From an optimization exercise on the open Yosys and OpenROAD flow, aimed at small area, a short achievable clock period and few clock cycles; shortcuts taken in it are not production practice. Only simulation tests tie the RTL to the original design; equivalence was not proved.

==> inputs of build 53 <==
==> flow/design.v <==
module bk_route #(
    parameter LOGN   = 5,
    parameter N      = 1 << LOGN,
    parameter STAGES = 2 * LOGN - 1,
    parameter CPS    = N / 2,
    parameter CELLS  = STAGES * CPS
) (
    input  wire                 clk,
    input  wire                 rst,
    input  wire                 start,
    input  wire [N-1:0]         conn_valid,
    input  wire [N*LOGN-1:0]    conn_out,
    output wire                 busy,
    output reg                  done,
    output wire [2*CELLS-1:0]   cells
);
    localparam [1:0] S_IDLE = 2'd0,
                     S_PAD  = 2'd1,
                     S_RUN  = 2'd2,
                     S_FIN  = 2'd3;
    reg [1:0]         state;
    reg [N*LOGN-1:0]  dst;         
    reg [N-1:0]       rl;          
    reg [N-1:0]       pth0, pth1, pth2;    
    reg [N-1:0]       colr;        
    reg [1:0]         level;
    reg [3:0]         cnt;
    reg [3:0]         qk;          
    reg [2*CELLS-1:0] cr;          
    assign busy = (state != S_IDLE);
    reg  pad, run;               
    reg  [3:0] lvoh;             
    wire lv0 = lvoh[0];
    wire lv1 = lvoh[1];
    wire lv2 = lvoh[2];
    wire lv3 = lvoh[3];
    wire lastc = lv0 ? (cnt == 4'd15) : (cnt[2:0] == 3'd7);
    integer m, j;
    function [N-1:0] lowest;      
        input [N-1:0] v;
        reg   [N-1:0] pre;
        integer i;
        begin
            pre = v;
            for (i = 1; i < N; i = i * 2) pre = pre | (pre << i);
            lowest = v & ~(pre << 1);
        end
    endfunction
    function [N-1:0] highest;     
        input [N-1:0] v;
        reg   [N-1:0] pre;
        integer i;
        begin
            pre = v;
            for (i = 1; i < N; i = i * 2) pre = pre | (pre >> i);
            highest = v & ~(pre >> 1);
        end
    endfunction
    function [LOGN-1:0] rd5;      
        input [N-1:0]      sel;
        input [N*LOGN-1:0] d;
        integer i;
        begin
            rd5 = 0;
            for (i = 0; i < N; i = i + 1)
                rd5 = rd5 | (d[i*LOGN +: LOGN] & {LOGN{sel[i]}});
        end
    endfunction
    function [LOGN-1:0] enc;      
        input [N-1:0] sel;
        integer i;
        begin
            enc = 0;
            for (i = 0; i < N; i = i + 1)
                if (sel[i]) enc = enc | i[LOGN-1:0];
        end
    endfunction
    function [N-1:0] inp;
        input [N-1:0] v;
        input [N-1:0] same;
        input [3:0]   lvl;
        reg   [N/2-1:0] b1;
        reg   [N/4-1:0] b2;
        reg   [N/8-1:0] b3;
        integer i;
        begin
            for (i = 0; i < N/2; i = i + 1) b1[i] = v[2*i] | v[2*i+1];
            for (i = 0; i < N/4; i = i + 1) b2[i] = b1[2*i] | b1[2*i+1];
            for (i = 0; i < N/8; i = i + 1) b3[i] = b2[2*i] | b2[2*i+1];
            for (i = 0; i < N; i = i + 1)
                inp[i] = same[i] & ((lvl[0] & v[i ^ 1]) | (lvl[1] & b1[(i >> 1) ^ 1]) |
                                    (lvl[2] & b2[(i >> 2) ^ 1]) | (lvl[3] & b3[(i >> 3) ^ 1]));
        end
    endfunction
    function [3:0] cidx;
        input       p0;
        input [1:0] p12;
        input [4:0] v;
        input [1:0] lvl;
        begin
            case (lvl)
                2'd0: cidx = v[4:1];
                2'd1: cidx = {p0, v[4:2]};
                2'd2: cidx = {p0, p12[0], v[4:3]};
                default: cidx = {p0, p12[0], p12[1], v[4]};
            endcase
        end
    endfunction
    wire [LOGN-1:0] lbit  = {1'b0, lvoh};
    wire [LOGN-1:0] cmask = pad ? 5'b11110 : {2'b11, lvoh[0] | lvoh[1] | lvoh[2], lvoh[0] | lvoh[1], lvoh[0]};
    wire [N-1:0]    dst4;
    wire [N-1:0]    d0b;
    genvar g;
    generate
        for (g = 0; g < N; g = g + 1) begin : d4
            assign dst4[g] = dst[g*LOGN + 4];
            assign d0b[g]  = dst[g*LOGN];
        end
    endgenerate
    reg [N-1:0]    uf  [0:1];     
    reg [N-1:0]    ug  [0:1];     
    reg [LOGN-1:0] udf [0:1];     
    reg            ust [0:1];     
    reg            uph [0:1];     
    reg [1:0]      up  [0:1];     
    wire [N-1:0]    rc   [0:1];   
    wire [N-1:0]    ri   [0:1];   
    wire [LOGN-1:0] dri  [0:1];
    wire            meet [0:1];
    wire [N-1:0]    nst  [0:1];
    wire [1:0]      npth [0:1];
    wire [LOGN-1:0] ndst [0:1];
    wire            phe  [0:1];
    wire            act  [0:1];
    wire            usde [0:1];   
    wire            usdo [0:1];
    generate
        for (g = 0; g < 2; g = g + 1) begin : un
            reg [N-1:0] same;
            always @* begin
                for (m = 0; m < N; m = m + 1)
                    same[m] = lv0 | ((pth0[m] == g) && (lv1 || (pth1[m] == up[g][0] &&
                                                              (lv2 || pth2[m] == up[g][1]))));
            end
            assign act[g] = run && (g == 0 || !lv0);
            assign phe[g] = ust[g] ? 1'b1 : uph[g];
            wire [LOGN-1:0] t = pad ? (g ? {1'b1, ~qk[2:0], 1'b0} : {1'b0, qk[2:0], 1'b0}) : (udf[g] ^ lbit);
            reg  [N-1:0] hit;
            always @* begin
                for (m = 0; m < N; m = m + 1)
                    hit[m] = (pad ? rl[m] : same[m]) &&
                             (((dst[m*LOGN +: LOGN] ^ t) & cmask) == 0);
            end
            assign rc[g]   = hit;
            assign usde[g] = |(hit & ~d0b);
            assign usdo[g] = |(hit & d0b);
            assign ri[g]   = inp(ug[g], same, lvoh);
            assign dri[g]  = rd5(ri[g], dst);
            assign meet[g] = (((dri[g] ^ t) & cmask) == 0);
            wire [N-1:0] dom  = lv0 ? {N{1'b1}} : (g ? pth0 : ~pth0);
            wire [N-1:0] free = ~(colr | ug[g]) & dom;
            wire [N-1:0] f1   = lowest(free);
            wire [N-1:0] f2   = lowest(free & ~f1);
            wire         sel2 = |(f1 & ri[g]);
            assign nst[g]  = sel2 ? f2 : f1;
            assign npth[g] = sel2 ? {|(f2 & pth2), |(f2 & pth1)} : {|(f1 & pth2), |(f1 & pth1)};
            assign ndst[g] = sel2 ? rd5(f2, dst) : rd5(f1, dst);
        end
    endgenerate
    reg  [1:0]  sl [0:1];
    reg  [1:0]  sf [0:1];
    reg  [15:0] ilo [0:1];
    reg  [15:0] ixo [0:1];
    reg  [1:0]  mv0 [0:1];       
    reg  [1:0]  mvc [0:1];       
    integer u;
    reg [3:0] il, ifs;
    reg [4:0] eg;
    reg       rC, rI, rF, rG, el, ef, vl, vf;
    always @* begin
        for (u = 0; u < 2; u = u + 1) begin
            rC  = |(rc[u] & rl);
            rI  = |(ri[u] & rl);
            rF  = |(uf[u] & rl);
            rG  = |(ug[u] & rl);
            eg  = enc(ug[u]);
            el  = rF | rC;
            ef  = rG | rI;
            vl  = |(udf[u][3:0] & lvoh) ~^ phe[u];
            vf  = |(eg[3:0] & lvoh) ~^ phe[u];
            sl[u] = {~el, el & vl};
            sf[u] = {~ef, ef & vf};
            il  = lv0 ? udf[u][4:1] : lv1 ? {u[0], udf[u][4:2]} :
                  lv2 ? {u[0], up[u][0], udf[u][4:3]} : {u[0], up[u][0], up[u][1], udf[u][4]};
            ifs = lv1 ? {u[0], eg[4:2]} :
                  lv2 ? {u[0], up[u][0], eg[4:3]} : {u[0], up[u][0], up[u][1], eg[4]};
            ilo[u] = act[u] ? (16'd1 << il)  : 16'd0;
            ixo[u] = act[u] ? (16'd1 << ifs) : 16'd0;
            mv0[u] = {act[u] & lv3 & ust[u] & rF, (|uf[u][N-1:N/2]) ^ udf[u][4]};
            mvc[u] = {act[u] & lv3 & (rC | rI),   (|rc[u][N-1:N/2]) ^ udf[u][4]};
        end
    end
    reg [2*CELLS-1:0] cr_n;
    integer s, h;
    always @* begin
        cr_n = cr;
        for (j = 0; j < CPS; j = j + 1)
            if (lv0 && ilo[0][j]) cr_n[2*(8*CPS + j) +: 2] = sl[0];
        for (s = 1; s < 4; s = s + 1)
            for (j = 0; j < CPS; j = j + 1) begin
                h = j / 8;
                if (lvoh[s] && ixo[h][j]) cr_n[2*(s*CPS + j) +: 2]     = sf[h];
                if (lvoh[s] && ilo[h][j]) cr_n[2*((8-s)*CPS + j) +: 2] = sl[h];
            end
        for (j = 0; j < CPS; j = j + 1) begin
            if (run && lv0) cr_n[2*(4*CPS + j) +: 2] = 2'b10;
            h = j / 8;
            if ({up[h][0], up[h][1]} == ((j / 2) % 4)) begin
                if ((j % 2) == 0 && mv0[h][1])       cr_n[2*(4*CPS + j) +: 2] = {1'b0, mv0[h][0]};
                if ((j % 2) == phe[h] && mvc[h][1])  cr_n[2*(4*CPS + j) +: 2] = {1'b0, mvc[h][0]};
            end
        end
    end
    generate
        for (g = 0; g < CPS; g = g + 1) begin : st0c
            wire r = rl[2*g] | rl[2*g+1];
            assign cells[2*g +: 2] = {~r, pth0[2*g] & r};
        end
    endgenerate
    assign cells[2*CELLS-1:2*CPS] = cr[2*CELLS-1:2*CPS];
    reg             pv, pfe, pfo, pfh, pfl;    
    reg [2:0]       pk;
    wire [N-1:0] ul1 = lowest(~colr);
    wire [N-1:0] ul2 = lowest(~colr & ~ul1);
    wire [N-1:0] uh1 = highest(~colr);
    wire [N-1:0] uh2 = highest(~colr & ~uh1);
    wire [N-1:0] wa  = (pv && (pfe || pfo)) ? ul1 : {N{1'b0}};
    wire [N-1:0] wb  = (pv && pfe && pfo)   ? ul2 : {N{1'b0}};
    wire [N-1:0] wc  = (pv && (pfh || pfl)) ? uh1 : {N{1'b0}};
    wire [N-1:0] wd  = (pv && pfh && pfl)   ? uh2 : {N{1'b0}};
    wire [LOGN-1:0] va = {1'b0, pk, ~pfe};
    wire [LOGN-1:0] vb = {1'b0, pk, 1'b1};
    wire [LOGN-1:0] vc = {1'b1, ~pk, pfh};
    wire [LOGN-1:0] vd = {1'b1, ~pk, 1'b0};
    wire [LOGN-1:0] d0p = wa[0] ? va : wb[0] ? vb : wc[0] ? vc : wd[0] ? vd : dst[LOGN-1:0];
    reg [N-1:0] newc;
    always @* begin
        newc = 0;
        for (u = 0; u < 2; u = u + 1)
            if (act[u])
                newc = newc | ri[u] | ug[u];
    end
    always @(posedge clk) begin
        cr <= cr_n;
        for (u = 0; u < 2; u = u + 1) begin
            if (act[u]) begin
                uph[u] <= ~phe[u];
                for (m = 0; m < N; m = m + 1) begin
                    if (ri[u][m] | ug[u][m]) begin
                        case (level)
                            2'd0: pth0[m] <= ri[u][m] ? phe[u] : ~phe[u];
                            2'd1: pth1[m] <= ri[u][m] ? phe[u] : ~phe[u];
                            2'd2: pth2[m] <= ri[u][m] ? phe[u] : ~phe[u];
                            default: ;
                        endcase
                    end
                end
                ust[u] <= meet[u];
                if (meet[u]) begin
                    uf[u]  <= nst[u];
                    ug[u]  <= nst[u];
                    udf[u] <= ndst[u];
                    up[u]  <= npth[u];
                end else begin
                    uf[u]  <= ri[u];
                    ug[u]  <= rc[u];
                    udf[u] <= dri[u];
                end
            end
            if (run && lastc) begin
                uf[u]  <= (u == 0) ? 32'h1 : 32'h2;
                ug[u]  <= (u == 0) ? 32'h1 : 32'h2;
                udf[u] <= (u == 0) ? dst[LOGN-1:0] : dst[2*LOGN-1:LOGN];
                ust[u] <= 1'b1;
                up[u]  <= 2'b00;
            end
        end
        if (rst) begin
            pad   <= 1'b0;
            run   <= 1'b0;
            state <= S_IDLE;
            done  <= 1'b0;
        end else begin
            done <= 1'b0;
            case (state)
                S_IDLE: begin
                    dst    <= conn_out;
                    colr   <= (&conn_valid) ? {N{1'b0}} : conn_valid;
                    qk     <= 0;
                    pv     <= 1'b0;
                    level  <= 2'd0;
                    lvoh   <= 4'b0001;
                    cnt    <= 4'd0;
                    uf[0]  <= 32'h1;
                    ug[0]  <= 32'h1;
                    udf[0] <= conn_out[LOGN-1:0];
                    ust[0] <= 1'b1;
                    up[0]  <= 2'b00;
                    if (start) begin
                        rl <= conn_valid;
                        if (&conn_valid) begin
                            state <= S_RUN;
                            run   <= 1'b1;
                        end else begin
                            state <= S_PAD;
                            pad   <= 1'b1;
                        end
                    end
                end
                S_PAD: begin
                    for (m = 0; m < N; m = m + 1) begin
                        if (wa[m]) dst[m*LOGN +: LOGN] <= va;
                        if (wb[m]) dst[m*LOGN +: LOGN] <= vb;
                        if (wc[m]) dst[m*LOGN +: LOGN] <= vc;
                        if (wd[m]) dst[m*LOGN +: LOGN] <= vd;
                    end
                    udf[0] <= d0p;
                    qk  <= qk + 1'b1;
                    pk  <= qk[2:0];
                    pv  <= 1'b1;
                    pfe <= ~usde[0];
                    pfo <= ~usdo[0];
                    pfh <= ~usdo[1];
                    pfl <= ~usde[1];
                    if (&colr || qk[3]) begin
                        colr  <= 0;
                        state <= S_RUN;
                        pad   <= 1'b0;
                        run   <= 1'b1;
                    end else begin
                        colr  <= colr | wa | wb | wc | wd;
                    end
                end
                S_RUN: begin
                    cnt <= cnt + 1'b1;
                    if (lastc) begin
                        colr  <= 0;
                        cnt   <= 4'd0;
                        level <= level + 1'b1;
                        lvoh  <= {lvoh[2:0], lvoh[3]};
                        if (lv3) begin
                            state <= S_IDLE;
                            run   <= 1'b0;
                            done  <= 1'b1;
                        end
                    end else begin
                        colr  <= colr | newc;
                    end
                end
                S_FIN: begin
                    done  <= 1'b1;
                    state <= S_IDLE;
                end
                default: state <= S_IDLE;
            endcase
        end
    end
endmodule
==> flow/run.sh <==
#!/bin/bash
# synth_recipe.tcl (not shown) runs the flow's synth.tcl, then flattens the netlist and writes it again
# the make line also repeats each setting of config.mk as NAME=value (left out here)
make -C /OpenROAD-flow-scripts/flow DESIGN_CONFIG=/design/flow/config.mk WORK_HOME=/design/flow/orfs CLKGATE_MAP_FILE= SYNTH_SCRIPT=/design/flow/synth_recipe.tcl finish
==> flow/config.mk <==
export PLATFORM = sky130hd
export DESIGN_NAME = bk_route
export DESIGN_NICKNAME = bk_route
export VERILOG_FILES = /design/flow/design.v
export SDC_FILE = /design/flow/constraint.sdc
export NUM_CORES = 4
export LEC_CHECK = 0
export ABC_AREA = 1
export CAP_MARGIN = 20
export CORE_MARGIN = 2
export CORE_UTILIZATION = 30
export PLACE_DENSITY = 0.5
export SETUP_SLACK_MARGIN = 3.5
export SLEW_MARGIN = 20
==> flow/constraint.sdc <==
create_clock -name core_clock -period 8.0 [get_ports {clk}]
set_input_delay 1.6000 -clock core_clock [delete_from_list [all_inputs] [get_ports {clk}]]
set_output_delay 1.6000 -clock core_clock [all_outputs]
set_load 0.01 [all_outputs]
==> inputs of trial 37, as changes to build 53 <==
- ABC_AREA: 1 -> default
- CORE_UTILIZATION: 30 -> 25
- PLACE_DENSITY: 0.5 -> 0.45
==> inputs of trial 79, as changes to build 53 <==
--- a/flow/design.v
+++ b/flow/design.v
@@ -121,3 +121,2 @@
     reg [N-1:0]    ug  [0:1];     
-    reg [LOGN-1:0] udf [0:1];     
     reg            ust [0:1];     
@@ -127,3 +126,3 @@
     wire [N-1:0]    ri   [0:1];   
-    wire [LOGN-1:0] dri  [0:1];
+    wire [LOGN-1:0] udf  [0:1];   
     wire            meet [0:1];
@@ -131,3 +130,2 @@
     wire [1:0]      npth [0:1];
-    wire [LOGN-1:0] ndst [0:1];
     wire            phe  [0:1];
@@ -146,2 +144,3 @@
             assign phe[g] = ust[g] ? 1'b1 : uph[g];
+            assign udf[g] = rd5(uf[g], dst);
             wire [LOGN-1:0] t = pad ? (g ? {1'b1, ~qk[2:0], 1'b0} : {1'b0, qk[2:0], 1'b0}) : (udf[g] ^ lbit);
@@ -157,4 +156,3 @@
             assign ri[g]   = inp(ug[g], same, lvoh);
-            assign dri[g]  = rd5(ri[g], dst);
-            assign meet[g] = (((dri[g] ^ t) & cmask) == 0);
+            assign meet[g] = |(rc[g] & ri[g]);
             wire [N-1:0] dom  = lv0 ? {N{1'b1}} : (g ? pth0 : ~pth0);
@@ -166,5 +164,15 @@
             assign npth[g] = sel2 ? {|(f2 & pth2), |(f2 & pth1)} : {|(f1 & pth2), |(f1 & pth1)};
-            assign ndst[g] = sel2 ? rd5(f2, dst) : rd5(f1, dst);
         end
     endgenerate
+    reg            wv  [0:1];
+    reg [3:0]      wlv [0:1];
+    reg [3:0]      wil [0:1];
+    reg [1:0]      wp  [0:1];
+    reg            wph [0:1];
+    reg            wvl [0:1];
+    reg            wrf [0:1];
+    reg            wmt [0:1];
+    reg            wri [0:1];
+    reg            wi4 [0:1];
+    reg            wd4 [0:1];
     reg  [1:0]  sl [0:1];
@@ -175,10 +183,12 @@
     reg  [1:0]  mvc [0:1];       
+    reg  [3:0]  il  [0:1];
+    reg  [3:0]  ifs;
+    reg  [4:0]  eg;
+    reg         vl  [0:1];
+    reg         rI  [0:1];
     integer u;
-    reg [3:0] il, ifs;
-    reg [4:0] eg;
-    reg       rC, rI, rF, rG, el, ef, vl, vf;
+    reg       rC, rF, rG, el, ef, vf;
     always @* begin
         for (u = 0; u < 2; u = u + 1) begin
-            rC  = |(rc[u] & rl);
-            rI  = |(ri[u] & rl);
+            rI[u] = |(ri[u] & rl);
             rF  = |(uf[u] & rl);
@@ -186,16 +196,18 @@
             eg  = enc(ug[u]);
-            el  = rF | rC;
-            ef  = rG | rI;
-            vl  = |(udf[u][3:0] & lvoh) ~^ phe[u];
+            ef  = rG | rI[u];
+            vl[u] = |(udf[u][3:0] & lvoh) ~^ phe[u];
             vf  = |(eg[3:0] & lvoh) ~^ phe[u];
-            sl[u] = {~el, el & vl};
             sf[u] = {~ef, ef & vf};
-            il  = lv0 ? udf[u][4:1] : lv1 ? {u[0], udf[u][4:2]} :
-                  lv2 ? {u[0], up[u][0], udf[u][4:3]} : {u[0], up[u][0], up[u][1], udf[u][4]};
+            il[u] = lv0 ? udf[u][4:1] : lv1 ? {u[0], udf[u][4:2]} :
+                    lv2 ? {u[0], up[u][0], udf[u][4:3]} : {u[0], up[u][0], up[u][1], udf[u][4]};
             ifs = lv1 ? {u[0], eg[4:2]} :
                   lv2 ? {u[0], up[u][0], eg[4:3]} : {u[0], up[u][0], up[u][1], eg[4]};
-            ilo[u] = act[u] ? (16'd1 << il)  : 16'd0;
             ixo[u] = act[u] ? (16'd1 << ifs) : 16'd0;
             mv0[u] = {act[u] & lv3 & ust[u] & rF, (|uf[u][N-1:N/2]) ^ udf[u][4]};
-            mvc[u] = {act[u] & lv3 & (rC | rI),   (|rc[u][N-1:N/2]) ^ udf[u][4]};
+            rC  = wmt[u] ? wri[u] : rG;
+            el  = wrf[u] | rC;
+            sl[u]  = {~el, el & wvl[u]};
+            ilo[u] = wv[u] ? (16'd1 << wil[u]) : 16'd0;
+            mvc[u] = {wv[u] & wlv[u][3] & (wri[u] | rC),
+                      (wmt[u] ? wi4[u] : |ug[u][N-1:N/2]) ^ wd4[u]};
         end
@@ -207,3 +219,3 @@
         for (j = 0; j < CPS; j = j + 1)
-            if (lv0 && ilo[0][j]) cr_n[2*(8*CPS + j) +: 2] = sl[0];
+            if (wlv[0][0] && ilo[0][j]) cr_n[2*(8*CPS + j) +: 2] = sl[0];
         for (s = 1; s < 4; s = s + 1)
@@ -212,3 +224,3 @@
                 if (lvoh[s] && ixo[h][j]) cr_n[2*(s*CPS + j) +: 2]     = sf[h];
-                if (lvoh[s] && ilo[h][j]) cr_n[2*((8-s)*CPS + j) +: 2] = sl[h];
+                if (wlv[h][s] && ilo[h][j]) cr_n[2*((8-s)*CPS + j) +: 2] = sl[h];
             end
@@ -217,6 +229,6 @@
             h = j / 8;
-            if ({up[h][0], up[h][1]} == ((j / 2) % 4)) begin
-                if ((j % 2) == 0 && mv0[h][1])       cr_n[2*(4*CPS + j) +: 2] = {1'b0, mv0[h][0]};
-                if ((j % 2) == phe[h] && mvc[h][1])  cr_n[2*(4*CPS + j) +: 2] = {1'b0, mvc[h][0]};
-            end
+            if ({up[h][0], up[h][1]} == ((j / 2) % 4) && (j % 2) == 0 && mv0[h][1])
+                cr_n[2*(4*CPS + j) +: 2] = {1'b0, mv0[h][0]};
+            if ({wp[h][0], wp[h][1]} == ((j / 2) % 4) && (j % 2) == wph[h] && mvc[h][1])
+                cr_n[2*(4*CPS + j) +: 2] = {1'b0, mvc[h][0]};
         end
@@ -244,3 +256,2 @@
     wire [LOGN-1:0] vd = {1'b1, ~pk, 1'b0};
-    wire [LOGN-1:0] d0p = wa[0] ? va : wb[0] ? vb : wc[0] ? vc : wd[0] ? vd : dst[LOGN-1:0];
     reg [N-1:0] newc;
@@ -255,2 +266,15 @@
         for (u = 0; u < 2; u = u + 1) begin
+            wv[u]  <= act[u];
+            wlv[u] <= lvoh;
+            wil[u] <= il[u];
+            wp[u]  <= up[u];
+            wph[u] <= phe[u];
+            wvl[u] <= vl[u];
+            wrf[u] <= |(uf[u] & rl);
+            wmt[u] <= meet[u];
+            wri[u] <= rI[u];
+            wi4[u] <= |ri[u][N-1:N/2];
+            wd4[u] <= udf[u][4];
+        end
+        for (u = 0; u < 2; u = u + 1) begin
             if (act[u]) begin
@@ -271,3 +295,2 @@
                     ug[u]  <= nst[u];
-                    udf[u] <= ndst[u];
                     up[u]  <= npth[u];
@@ -276,3 +299,2 @@
                     ug[u]  <= rc[u];
-                    udf[u] <= dri[u];
                 end
@@ -282,3 +304,2 @@
                 ug[u]  <= (u == 0) ? 32'h1 : 32'h2;
-                udf[u] <= (u == 0) ? dst[LOGN-1:0] : dst[2*LOGN-1:LOGN];
                 ust[u] <= 1'b1;
@@ -292,2 +313,4 @@
             done  <= 1'b0;
+            wv[0] <= 1'b0;
+            wv[1] <= 1'b0;
         end else begin
@@ -305,3 +328,2 @@
                     ug[0]  <= 32'h1;
-                    udf[0] <= conn_out[LOGN-1:0];
                     ust[0] <= 1'b1;
@@ -326,3 +348,2 @@
                     end
-                    udf[0] <= d0p;
                     qk  <= qk + 1'b1;
@@ -351,5 +372,4 @@
                         if (lv3) begin
-                            state <= S_IDLE;
+                            state <= S_FIN;
                             run   <= 1'b0;
-                            done  <= 1'b1;
                         end
- CORE_UTILIZATION: 30 -> 37
- PLACE_DENSITY: 0.5 -> 0.6
==> summary.txt <==
Build 53 aborted during global routing (5_1_grt). Trial 79 finished but fails on capacitance limit, slew limit. Trial 37 finished with timing, DRC and antenna clean.
Die area: trial 79 is lower than trial 37 (37%).
Of trial 79 and trial 37, trial 37 has the higher non-clock buffer count (gap 869).
The highest area after synthesis belongs to trial 37, the lowest to trial 79.
Synthesized cell count, lowest first: trial 37, trial 79, build 53.
In trial 37 the clock skew is higher than in trial 79, by 50 ps.
Testbench counts of build 53, summed over its fixed seeds: cycles 16,992.
Testbench counts of trial 37, summed over its fixed seeds: cycles 16,992.
Testbench counts of trial 79, summed over its fixed seeds: cycles 17,376.

-- what the ideal ports hide --
The results above use ideal ports. As a check the final layouts listed here were re-extracted and re-timed, cells and wires unchanged.
Step 1 sets driving cells, clkbuf_16 on the clock port and buf_2 on the other inputs (assumed; they add their load-dependent delay and slew).
Step 2 also shifts input and output timing later by t, the mid clock arrival at the registers, as if the neighbouring blocks saw the same clock.
Slacks: no drivers / after step 1 / after step 2; pairs: no drivers / after step 1.
run | t, ns | setup slack, ns | worst setup path at the end
trial 37 | 0.905 | 3.004 / 3.004 / 2.968 | input to register
trial 79 | 0.851 | 1.887 / 1.887 / 1.887 | register to register
The setup slack of trial 37, which loses most, moves by 0.000 ns with the drivers and by -0.036 ns with both steps.
